Context: an optimization exercise on an open-source flow, tuned for small area, a short achievable clock period and few clock cycles per item. The choices shown serve that exercise and are no tape-out recipe. Only simulation tests tie the RTL to the original design; equivalence was not proved.

==> yarrow: inputs <==
## ustep_ref
module ustep_ref (
    input  wire               clk,
    input  wire               rst,
    input  wire               in_valid,
    output wire               in_ready,
    input  wire        [25:0] in_pos,         
    input  wire        [1:0]  in_target,      
    input  wire        [11:0] in_run,
    input  wire        [11:0] in_hold,
    input  wire        [11:0] in_boost,
    input  wire        [7:0]  in_slew,
    input  wire               in_reverse,
    input  wire        [9:0]  in_phase_ofs,
    output reg                out_valid,
    output reg  signed [15:0] out_iref1,
    output reg  signed [15:0] out_iref2,
    output reg         [11:0] out_scale
);
==> module ustep_ref, before the edit <==
module ustep_ref (
    input  wire               clk,
    input  wire               rst,
    input  wire               in_valid,
    output wire               in_ready,
    input  wire        [25:0] in_pos,         
    input  wire        [1:0]  in_target,      
    input  wire        [11:0] in_run,
    input  wire        [11:0] in_hold,
    input  wire        [11:0] in_boost,
    input  wire        [7:0]  in_slew,
    input  wire               in_reverse,
    input  wire        [9:0]  in_phase_ofs,
    output reg                out_valid,
    output reg  signed [15:0] out_iref1,
    output reg  signed [15:0] out_iref2,
    output reg         [11:0] out_scale
);
    assign in_ready = 1'b1;
    wire [11:0] target_sel = in_target[1] ? (in_target[0] ? in_boost : in_run) : in_hold;
    wire        boost_run  = (in_target == 2'd3) && (in_boost == 12'd0);
    reg        s0_valid;
    reg [13:0] s0_pos;        
    reg        s0_cin;        
    reg [9:0]  s0_ofs;
    reg [11:0] s0_tsel;       
    reg [11:0] s0_trun;       
    reg        s0_off;
    reg [7:0]  s0_slew;
    always @(posedge clk) begin
        if (rst)
            s0_valid <= 1'b0;
        else
            s0_valid <= in_valid;
        s0_pos    <= in_reverse ? ~in_pos[25:12] : in_pos[25:12];
        s0_cin    <= in_reverse & (in_pos[11:0] == 12'd0);
        s0_ofs    <= in_phase_ofs;
        s0_tsel   <= target_sel;
        s0_trun   <= in_run & {12{boost_run}};
        s0_off    <= (in_target == 2'd0);
        s0_slew   <= in_slew;
    end
    reg        energised;
    reg [11:0] eff_scale;
    wire [11:0] s0_tscale = s0_tsel | s0_trun;
    wire [12:0] eff_up   = {1'b0, eff_scale} + {5'd0, s0_slew};
    wire [12:0] eff_down = {1'b0, eff_scale} - {5'd0, s0_slew};
    reg [11:0] next_scale;
    always @(*) begin
        if (s0_off)
            next_scale = 12'd0;
        else if (!energised || s0_slew == 8'd0)
            next_scale = s0_tscale;
        else if (s0_tscale > eff_scale)
            next_scale = (eff_up >= {1'b0, s0_tscale}) ? s0_tscale : eff_up[11:0];
        else if (s0_tscale < eff_scale)
            next_scale = (eff_down[12] || eff_down[11:0] <= s0_tscale) ? s0_tscale
                                                                        : eff_down[11:0];
        else
            next_scale = eff_scale;
    end
    always @(posedge clk) begin
        if (rst) begin
            energised <= 1'b0;
            eff_scale <= 12'd0;
        end else if (s0_valid) begin
            energised <= !s0_off;
            eff_scale <= next_scale;
        end
    end
    wire [14:0] pos_c = {s0_pos, 1'b1} + {s0_ofs, 4'd0, s0_cin};
    wire [13:0] x     = pos_c[14:1];
    wire [7:0]  a1 = x[11:4] ^ {8{x[12]}};
    wire        hi = a1[7];
    wire [6:0]  b  = a1[6:0] ^ {7{hi}};
    wire [14:0] q_lo, q_hi;
    wire [7:0]  d_lo, d_hi;
    ustep_sine_rom rom (.addr(b), .q_lo(q_lo), .d_lo(d_lo), .q_hi(q_hi), .d_hi(d_hi));
    wire [14:0] q1 = hi ? q_hi : q_lo;
    wire [7:0]  d1 = hi ? d_hi : d_lo;
    wire [14:0] q2 = hi ? q_lo : q_hi;
    wire [7:0]  d2 = hi ? d_lo : d_hi;
    reg        s1_valid;
    reg [1:0]  s1_quad;
    reg [3:0]  s1_f;
    reg [14:0] s1_q1, s1_q2;
    reg [7:0]  s1_d1, s1_d2;
    always @(posedge clk) begin
        if (rst)
            s1_valid <= 1'b0;
        else
            s1_valid <= s0_valid;
        s1_quad <= x[13:12];
        s1_f    <= x[3:0];
        s1_q1   <= q1;
        s1_q2   <= q2;
        s1_d1   <= d1;
        s1_d2   <= d2;
    end
    wire [1:0]  quad = s1_quad;
    wire [4:0]  f    = {1'b0, s1_f};
    wire [4:0]  g1   = quad[0] ? 5'd16 - f : f;
    wire [4:0]  g2   = quad[0] ? f : 5'd16 - f;
    wire [18:0] v1   = {s1_q1, 4'd0} + s1_d1 * g1 + 19'd8;
    wire [18:0] v2   = {s1_q2, 4'd0} + s1_d2 * g2 + 19'd8;
    wire        n1   = quad[1];
    wire        n2   = quad[1] ^ quad[0];
    reg               s2_valid;
    reg [14:0]        s2_w1, s2_w2;    
    reg               s2_n1, s2_n2;
    reg [11:0]        s2_scale;
    always @(posedge clk) begin
        if (rst)
            s2_valid <= 1'b0;
        else
            s2_valid <= s1_valid;
        s2_w1    <= v1[18:4] ^ {15{n1}};
        s2_w2    <= v2[18:4] ^ {15{n2}};
        s2_n1    <= n1;
        s2_n2    <= n2;
        s2_scale <= eff_scale;
    end
    wire [15:0] i1, i2;
    ustep_scale scale_1 (.e(s2_scale), .w(s2_w1), .neg(s2_n1), .iref(i1));
    ustep_scale scale_2 (.e(s2_scale), .w(s2_w2), .neg(s2_n2), .iref(i2));
    always @(posedge clk) begin
        if (rst)
            out_valid <= 1'b0;
        else
            out_valid <= s2_valid;
        out_iref1 <= i1;
        out_iref2 <= i2;
        out_scale <= s2_scale;
    end
endmodule
clock: 22.0 ns
lec_check: 0
abc_area: 1
cap_margin: 20
core_margin: 2
core_utilization: 40
cts_cluster_diameter: 150
cts_cluster_size: 20
slew_margin: 60
synth_memory_max_bits: 65536
standard.sh (not shown) runs the stock make flow with config.mk's settings and CLKGATE_MAP_FILE= SYNTH_SCRIPT=/design/flow/synth_recipe.tcl, a recipe that flattens the netlist after the stock synthesis.
==> flow/flow/run.sh <==
#!/bin/bash
# The standard layout (standard.sh), with one change: the input and
# output port buffers are buf_2 cells instead of buffer_ports' default pick
# (clkdlybuf4s50_1), which is larger and slower. The whole ORFS output goes
# to standard.log in the work folder.
set -euo pipefail
export BUFFER_PORTS_ARGS="-buffer_cell sky130_fd_sc_hd__buf_2"
bash standard.sh > standard.log 2>&1
==> pepper: changes against yarrow <==
--- a/flow/design.v
+++ b/flow/design.v
@@ -185,19 +185,17 @@
     reg [11:0] eff_scale;
     wire [11:0] s0_tscale = s0_tsel | s0_trun;
-    wire [12:0] eff_up   = {1'b0, eff_scale} + {5'd0, s0_slew};
-    wire [12:0] eff_down = {1'b0, eff_scale} - {5'd0, s0_slew};
+    wire        step_up = s0_tscale > eff_scale;
+    wire [13:0] cand    = step_up ? {2'b00, eff_scale} + {6'd0, s0_slew}
+                                  : {2'b00, eff_scale} - {6'd0, s0_slew};
+    wire        reached = step_up ? ($signed(cand) >= $signed({2'b00, s0_tscale}))
+                                  : ($signed(cand) <= $signed({2'b00, s0_tscale}));
     reg [11:0] next_scale;
     always @(*) begin
         if (s0_off)
             next_scale = 12'd0;
-        else if (!energised || s0_slew == 8'd0)
+        else if (!energised || s0_slew == 8'd0 || reached)
             next_scale = s0_tscale;
-        else if (s0_tscale > eff_scale)
-            next_scale = (eff_up >= {1'b0, s0_tscale}) ? s0_tscale : eff_up[11:0];
-        else if (s0_tscale < eff_scale)
-            next_scale = (eff_down[12] || eff_down[11:0] <= s0_tscale) ? s0_tscale
-                                                                        : eff_down[11:0];
         else
-            next_scale = eff_scale;
+            next_scale = cand[11:0];
     end
     always @(posedge clk) begin
@@ -243,6 +241,7 @@
     wire [4:0]  g1   = quad[0] ? 5'd16 - f : f;
     wire [4:0]  g2   = quad[0] ? f : 5'd16 - f;
-    wire [18:0] v1   = {s1_q1, 4'd0} + s1_d1 * g1 + 19'd8;
-    wire [18:0] v2   = {s1_q2, 4'd0} + s1_d2 * g2 + 19'd8;
+    wire [14:0] v1, v2;
+    ustep_interp interp_1 (.q(s1_q1), .d(s1_d1), .g(g1), .v(v1));
+    ustep_interp interp_2 (.q(s1_q2), .d(s1_d2), .g(g2), .v(v2));
     wire        n1   = quad[1];
     wire        n2   = quad[1] ^ quad[0];
@@ -256,6 +255,6 @@
         else
             s2_valid <= s1_valid;
-        s2_w1    <= v1[18:4] ^ {15{n1}};
-        s2_w2    <= v2[18:4] ^ {15{n2}};
+        s2_w1    <= v1 ^ {15{n1}};
+        s2_w2    <= v2 ^ {15{n2}};
         s2_n1    <= n1;
         s2_n2    <= n2;
@@ -629,2 +628,73 @@
     assign iref = r[27:12];
 endmodule
+module ustep_interp (
+    input  wire [14:0] q,
+    input  wire [7:0]  d,
+    input  wire [4:0]  g,
+    output wire [14:0] v
+);
+    wire t1 = (d[3] & g[0]) ^ (d[2] & g[1]);
+    wire t2 = (d[3] & g[0]) & (d[2] & g[1]);
+    wire t3 = (d[4] & g[0]) ^ (d[3] & g[1]) ^ (d[2] & g[2]);
+    wire t4 = ((d[4] & g[0]) & (d[3] & g[1])) | ((d[4] & g[0]) & (d[2] & g[2])) | ((d[3] & g[1]) & (d[2] & g[2]));
+    wire t5 = (d[1] & g[3]) ^ (d[0] & g[4]);
+    wire t6 = (d[1] & g[3]) & (d[0] & g[4]);
+    wire t7 = (d[5] & g[0]) ^ (d[4] & g[1]) ^ (d[3] & g[2]);
+    wire t8 = ((d[5] & g[0]) & (d[4] & g[1])) | ((d[5] & g[0]) & (d[3] & g[2])) | ((d[4] & g[1]) & (d[3] & g[2]));
+    wire t9 = (d[2] & g[3]) ^ (d[1] & g[4]) ^ q[1];
+    wire t10 = ((d[2] & g[3]) & (d[1] & g[4])) | ((d[2] & g[3]) & q[1]) | ((d[1] & g[4]) & q[1]);
+    wire t11 = (d[6] & g[0]) ^ (d[5] & g[1]) ^ (d[4] & g[2]);
+    wire t12 = ((d[6] & g[0]) & (d[5] & g[1])) | ((d[6] & g[0]) & (d[4] & g[2])) | ((d[5] & g[1]) & (d[4] & g[2]));
+    wire t13 = (d[3] & g[3]) ^ (d[2] & g[4]) ^ q[2];
+    wire t14 = ((d[3] & g[3]) & (d[2] & g[4])) | ((d[3] & g[3]) & q[2]) | ((d[2] & g[4]) & q[2]);
+    wire t15 = (d[7] & g[0]) ^ (d[6] & g[1]) ^ (d[5] & g[2]);
+    wire t16 = ((d[7] & g[0]) & (d[6] & g[1])) | ((d[7] & g[0]) & (d[5] & g[2])) | ((d[6] & g[1]) & (d[5] & g[2]));
+    wire t17 = (d[4] & g[3]) ^ (d[3] & g[4]) ^ q[3];
+    wire t18 = ((d[4] & g[3]) & (d[3] & g[4])) | ((d[4] & g[3]) & q[3]) | ((d[3] & g[4]) & q[3]);
+    wire t19 = (d[7] & g[1]) ^ (d[6] & g[2]) ^ (d[5] & g[3]);
+    wire t20 = ((d[7] & g[1]) & (d[6] & g[2])) | ((d[7] & g[1]) & (d[5] & g[3])) | ((d[6] & g[2]) & (d[5] & g[3]));
+    wire t21 = (d[4] & g[4]) ^ q[4];
+    wire t22 = (d[4] & g[4]) & q[4];
+    wire t23 = (d[7] & g[2]) ^ (d[6] & g[3]) ^ (d[5] & g[4]);
+    wire t24 = ((d[7] & g[2]) & (d[6] & g[3])) | ((d[7] & g[2]) & (d[5] & g[4])) | ((d[6] & g[3]) & (d[5] & g[4]));
+    wire t25 = (d[1] & g[2]) ^ (d[0] & g[3]);
+    wire t26 = (d[1] & g[2]) & (d[0] & g[3]);
+    wire t27 = q[0] ^ t3 ^ t5;
+    wire t28 = (q[0] & t3) | (q[0] & t5) | (t3 & t5);
+    wire t29 = t7 ^ t9 ^ t4;
+    wire t30 = (t7 & t9) | (t7 & t4) | (t9 & t4);
+    wire t31 = t11 ^ t13 ^ t8;
+    wire t32 = (t11 & t13) | (t11 & t8) | (t13 & t8);
+    wire t33 = t15 ^ t17 ^ t12;
+    wire t34 = (t15 & t17) | (t15 & t12) | (t17 & t12);
+    wire t35 = t19 ^ t21 ^ t16;
+    wire t36 = (t19 & t21) | (t19 & t16) | (t21 & t16);
+    wire t37 = q[5] ^ t23 ^ t20;
+    wire t38 = (q[5] & t23) | (q[5] & t20) | (t23 & t20);
+    wire t39 = (d[7] & g[3]) ^ (d[6] & g[4]) ^ q[6];
+    wire t40 = ((d[7] & g[3]) & (d[6] & g[4])) | ((d[7] & g[3]) & q[6]) | ((d[6] & g[4]) & q[6]);
+    wire t41 = (d[2] & g[0]) ^ (d[1] & g[1]);
+    wire t42 = (d[2] & g[0]) & (d[1] & g[1]);
+    wire t43 = 1'b1 ^ t1 ^ t25;
+    wire t44 = (1'b1 & t1) | (1'b1 & t25) | (t1 & t25);
+    wire t45 = t2 ^ t27 ^ t26;
+    wire t46 = (t2 & t27) | (t2 & t26) | (t27 & t26);
+    wire t47 = t6 ^ t29 ^ t28;
+    wire t48 = (t6 & t29) | (t6 & t28) | (t29 & t28);
+    wire t49 = t10 ^ t31 ^ t30;
+    wire t50 = (t10 & t31) | (t10 & t30) | (t31 & t30);
+    wire t51 = t14 ^ t33 ^ t32;
+    wire t52 = (t14 & t33) | (t14 & t32) | (t33 & t32);
+    wire t53 = t18 ^ t35 ^ t34;
+    wire t54 = (t18 & t35) | (t18 & t34) | (t35 & t34);
+    wire t55 = t22 ^ t37 ^ t36;
+    wire t56 = (t22 & t37) | (t22 & t36) | (t37 & t36);
+    wire t57 = t24 ^ t39 ^ t38;
+    wire t58 = (t24 & t39) | (t24 & t38) | (t39 & t38);
+    wire t59 = (d[7] & g[4]) ^ q[7] ^ t40;
+    wire t60 = ((d[7] & g[4]) & q[7]) | ((d[7] & g[4]) & t40) | (q[7] & t40);
+    wire [18:0] ra = {q[14], q[13], q[12], q[11], q[10], q[9], q[8], t59, t57, t55, t53, t51, t49, t47, t45, t43, (d[0] & g[2]), (d[1] & g[0]), (d[0] & g[0])};
+    wire [18:0] rb = {1'b0, 1'b0, 1'b0, 1'b0, 1'b0, 1'b0, t60, t58, t56, t54, t52, t50, t48, t46, t44, t42, t41, (d[0] & g[1]), 1'b0};
+    wire [18:0] r  = ra + rb;
+    assign v = r[18:4];
+endmodule
==> qor summary <==
| metric | yarrow | pepper |
|---|---|---|
| Fraction of the core area covered by cells at the end of the flow | 42.7% | 43.2% |
| GR Util met2 | 41.0% | 40.0% |
| Fmax achieved | 183 MHz | 183 MHz |
| Post-route worst hold slack | 353 ps | 361 ps |
| Run status | finished clean | finished clean |
| Post-route clock skew | 46.1 ps | 24.4 ps |
| Layout Nets | 4478 | 4525 |
| Effective utilization at floorplan | 40.2% | 40.6% |
| Pin count of the biggest net entering global routing | 78 | 76 |
| Area of the multi-input gates | 0.0202 sq mm | 0.0200 sq mm |
| Critical path start-end classification | in2reg | reg2reg |
| Worst endpoint data arrival time | 5920 ps | 5900 ps |
| Dpl hpwl | 70.3 mm | 67.2 mm |
| Data required time at the worst endpoint | 22440 ps | 22450 ps |
| Highest fanout seen on the critical path | 14 | 17 |
Testbench counts of yarrow, summed over its fixed seeds: cycles 24,032, items 24,000.
Testbench counts of pepper, summed over its fixed seeds: cycles 24,032, items 24,000.

separate check: timing with driven ports:
The flow's constraints put no driver on any port. The routed layouts listed below were extracted and timed again, unchanged, in two steps.
Step 1, drivers: a clkbuf_16 drives clk and a buf_2 each remaining input, both assumed.
Step 2 also shifts input and output timing later by t, the mid clock arrival at the registers, as if the neighbouring blocks saw the same clock.
a / b / c = ideal / step 1 / step 2; a / b = the first two.
| run | t, ns | slack for setup (ns) | worst setup path after step 2 |
|---|---|---|---|
| yarrow | 0.567 | 16.526 / 16.480 / 15.996 | input to register |
| pepper | 0.567 | 16.549 / 16.549 / 16.018 | input to register |
After both steps every run listed still meets setup and hold. For pepper, which loses most, drivers alone change the setup slack by 0.000 ns; drivers and shift together by -0.531 ns.
